This design comes from an exercise in tuning for small area, a short achievable clock period and few clock cycles on the open sky130 flow, not from production work.
Function was checked by simulation only, so behaviour that the tests miss may differ from the original.
No activity file was given, so power comes from the tool's default toggle rates.

Setup of run 1:
==> flow/design.v (excerpt) <==
module rhathen_lane (
    input  wire        clk,
    input  wire        rst,
    input  wire        in_valid,
    output wire        in_ready,
    input  wire [31:0] in_instr,
    output reg         done,
    output reg         run_ovf,
    output reg         run_psn,
    output reg         as_valid,
    output reg  [9:0]  as_num,
    input  wire        hp_we,
    input  wire        hp_wspace,       
    input  wire [3:0]  hp_waddr,
    input  wire [31:0] hp_wdata,
    input  wire        hp_wpsn,
    input  wire        hp_rspace,
    input  wire [3:0]  hp_raddr,
    output wire [31:0] hp_rdata,
    output wire        hp_rpsn
);
export LEC_CHECK = 0
export CAP_MARGIN = 20
export CORE_MARGIN = 2
export CORE_UTILIZATION = 40
export PLACE_DENSITY = 0.55
export SLEW_MARGIN = 20
create_clock -name core_clock -period 17.0 [get_ports {clk}]
standard.sh (not shown) runs the stock make flow with config.mk's settings and CLKGATE_MAP_FILE= SYNTH_SCRIPT=/design/flow/synth_recipe.tcl, a recipe that flattens the netlist after the stock synthesis.
==> flow/flow/run.sh <==
#!/bin/bash
set -o pipefail
bash standard.sh SETUP_SLACK_MARGIN=7 finish > standard.log 2>&1
Run 1 completed end to end with timing, DRC and antenna clean.
Testbench counts of run 1, summed over its fixed seeds: cycles 21,313.
For run 2, these inputs were changed with respect to run 1:
==> flow/flow/run.sh <==
#!/bin/bash
set -o pipefail
bash standard.sh SETUP_SLACK_MARGIN=8.5 \
    "BUFFER_PORTS_ARGS=-buffer_cell sky130_fd_sc_hd__buf_4" \
    finish > standard.log 2>&1
Results
- Run 2 had finished all stages when the layout checks came back failing, citing capacitance limit, slew limit.
- Looking at master of the slowest instance on the critical path, the sky130_fd_sc_hd__clkdlybuf4s50_1 result is from run 1; the sky130_fd_sc_hd__mux2_4 one comes from run 2.
- Relative to run 1, the global-route usage of run 2 is higher by 2.2 points.
- Going from run 1 to run 2, global-route wire length before repair picked up an extra about 6%; fraction of the core area covered by cells at the end of the flow has increased; sequential share of layout area shows a reduction of 2.8 points; cell leakage power went up about 8%; clock skew after layout grew by 46 ps.
- Of the two values seen for group drawing the most power, registers was produced by run 1 and combinational cells by run 2.
- Measured against run 1, the final area of run 2 comes out at 1.06 times the reference value.
The inputs of run 3 differ from those of run 2 as listed below.
# run 2
export LEC_CHECK = 0
export CAP_MARGIN = 20
export CORE_MARGIN = 2
export CORE_UTILIZATION = 40
export PLACE_DENSITY = 0.55
export SLEW_MARGIN = 20
create_clock -name core_clock -period 17.0 [get_ports {clk}]
# run 3
export LEC_CHECK = 0
export CAP_MARGIN = 20
export CORE_MARGIN = 2
export CORE_UTILIZATION = 40
export CTS_CLUSTER_DIAMETER = 60
export CTS_CLUSTER_SIZE = 20
export PLACE_DENSITY = 0.55
export SLEW_MARGIN = 20
create_clock -name core_clock -period 17.0 [get_ports {clk}]
==> run notes <==
Per the final summary, run 3 finished and its layout is clean on timing, DRC and antenna.
Compared with run 2, run 3 shows growth of design area from synthesis to finish lower by 3.4 points.
Run 3 ended with less power consumed by the clock network than run 2.
The higher final cell count of run 2 and run 3 is in run 2.
Run 3 ended with more sequential share of power than run 2.
In the tables for run 2 and run 3, buffer count excluding the clock tree in the final layout reads lower with run 3.
[compare] base=run 2 new=run 3: all-layer global routing usage saw a decrease, post-route clock skew dropped 7.0 ps, overall power consumption lost about 6%, buffers inserted during post-CTS setup optimization went down 68.

rhathen_lane, a different RTL version from the one above (not shown whole).
For scale: roughly 1200 flip-flops, ~130 I/O pins.
clock: 17.0 ns
lec_check: 0
cap_margin: 20
core_margin: 2
core_utilization: 40
place_density: 0.55
slew_margin: 20
==> flow/flow/run.sh <==
#!/bin/bash
set -o pipefail
bash standard.sh SETUP_SLACK_MARGIN=7 \
    "BUFFER_PORTS_ARGS=-buffer_cell sky130_fd_sc_hd__buf_4" \
    finish > standard.log 2>&1
The first run produced a clean layout.
Testbench counts at the start, summed over its fixed seeds: cycles 21,313.
Next try:
==> flow/flow/run.sh (replaced) <==
#!/bin/bash
set -o pipefail
bash standard.sh SETUP_SLACK_MARGIN=8 \
    "BUFFER_PORTS_ARGS=-buffer_cell sky130_fd_sc_hd__buf_4" \
    finish > standard.log 2>&1
- CORE_UTILIZATION: 40 -> 43
- CTS_CLUSTER_DIAMETER: not set -> 70
- CTS_CLUSTER_SIZE: not set -> 24
- PLACE_DENSITY: 0.55 -> 0.58
What happened:
- The changed run finished with timing, DRC and antenna clean
- clock-buffer cell count falls by 91
- setup slack is better by 0.47 ns
- sequential power is about the same
- synthesized cell count stays the same
- utilization rises by 7.3 points
- die area falls by 6.9%
Next try:
==> flow/flow/run.sh (replaced) <==
#!/bin/bash
set -o pipefail
bash standard.sh SETUP_SLACK_MARGIN=8.5 \
    "BUFFER_PORTS_ARGS=-buffer_cell sky130_fd_sc_hd__buf_4" \
    finish > standard.log 2>&1
- CORE_UTILIZATION: 43 -> 40
- CTS_CLUSTER_DIAMETER: 70 -> 60
- CTS_CLUSTER_SIZE: 24 -> 20
- PLACE_DENSITY: 0.58 -> 0.55
The new run completed without violations.
Clock-buffer cell count goes up by 18.
Core utilization fell by 3.2 points.
Worst setup slack gets better by 0.11 ns.
Maximum frequency goes up by 1.1%.
Via count goes down by 0.33%.
Power is higher by 3.4%.
Clock skew climbs by 0.021 ns.
Sequential share of layout area decreases by 0.41 points.
Sequential power is about the same.

Starting RTL as in the previous note.
// rhathen_lane
module rhathen_lane (
    input  wire        clk,
    input  wire        rst,
    input  wire        in_valid,
    output wire        in_ready,
    input  wire [31:0] in_instr,
    output reg         done,
    output reg         run_ovf,
    output reg         run_psn,
    output reg         as_valid,
    output reg  [9:0]  as_num,
    input  wire        hp_we,
    input  wire        hp_wspace,       
    input  wire [3:0]  hp_waddr,
    input  wire [31:0] hp_wdata,
    input  wire        hp_wpsn,
    input  wire        hp_rspace,
    input  wire [3:0]  hp_raddr,
    output wire [31:0] hp_rdata,
    output wire        hp_rpsn
);
clock: 17.0 ns
lec_check: 0
cap_margin: 20
core_margin: 2
core_utilization: 40
cts_cluster_diameter: 60
cts_cluster_size: 20
place_density: 0.55
slew_margin: 20
==> flow/flow/run.sh <==
#!/bin/bash
set -o pipefail
bash standard.sh SETUP_SLACK_MARGIN=7 \
    "BUFFER_PORTS_ARGS=-buffer_cell sky130_fd_sc_hd__buf_4" \
    finish > standard.log 2>&1
The baseline passed the timing, design-rule and antenna checks.
Testbench counts at the start, summed over its fixed seeds: cycles 21,313.
Edit:
==> flow/flow/run.sh (replaced) <==
#!/bin/bash
set -o pipefail
bash standard.sh SETUP_SLACK_MARGIN=7.5 \
    "BUFFER_PORTS_ARGS=-buffer_cell sky130_fd_sc_hd__buf_4" \
    finish > standard.log 2>&1
Outcome: Hold slack gets better by 28 ps; cell area is higher by a few percent; global-route usage goes up by 0.23 points; via count grows by a few percent; combinational power grows by a few percent.

==> port drivers added, routing unchanged <==
How much do the figures lean on ideal ports? The routed layouts below were timed once more, with nothing changed but the port constraints. Step 1, drivers: a clkbuf_16 drives clk and a buf_2 each remaining input, both assumed. Step 2 also shifts input and output timing later by t, the mid clock arrival at the registers, as if the neighbouring blocks saw the same clock. Three values: no drivers, after step 1, after step 2; two values: the first two.
run | shift t [ns] | setup slack, ns | worst register clock-pin slew, ns | worst slew at a driven data input, ns
run 1 | 0.865 | 6.876 / 6.849 / 6.282 | 0.07 / 0.07 | 0.19
run 2 | 0.868 | 7.669 / 7.355 / 6.905 | 0.07 / 0.07 | 0.39
run 3 | 0.842 | 7.686 / 7.363 / 7.063 | 0.09 / 0.09 | 0.42
the first run of note 2 | 0.866 | 6.912 / 6.664 / 5.973 | 0.07 / 0.07 | 0.30
the second run of note 2 | 0.832 | 7.384 / 7.057 / 6.651 | 0.10 / 0.10 | 0.47
the third run of note 2 | 0.850 | 7.492 / 7.212 / 6.779 | 0.09 / 0.09 | 0.44
the first run of note 3 | 0.846 | 6.898 / 6.777 / 6.048 | 0.09 / 0.09 | 0.20
the second run of note 3 | 0.849 | 7.433 / 7.185 / 6.495 | 0.09 / 0.09 | 0.37
For the first run of note 2, which loses most, drivers alone change the setup slack by -0.248 ns; drivers and shift together by -0.939 ns.
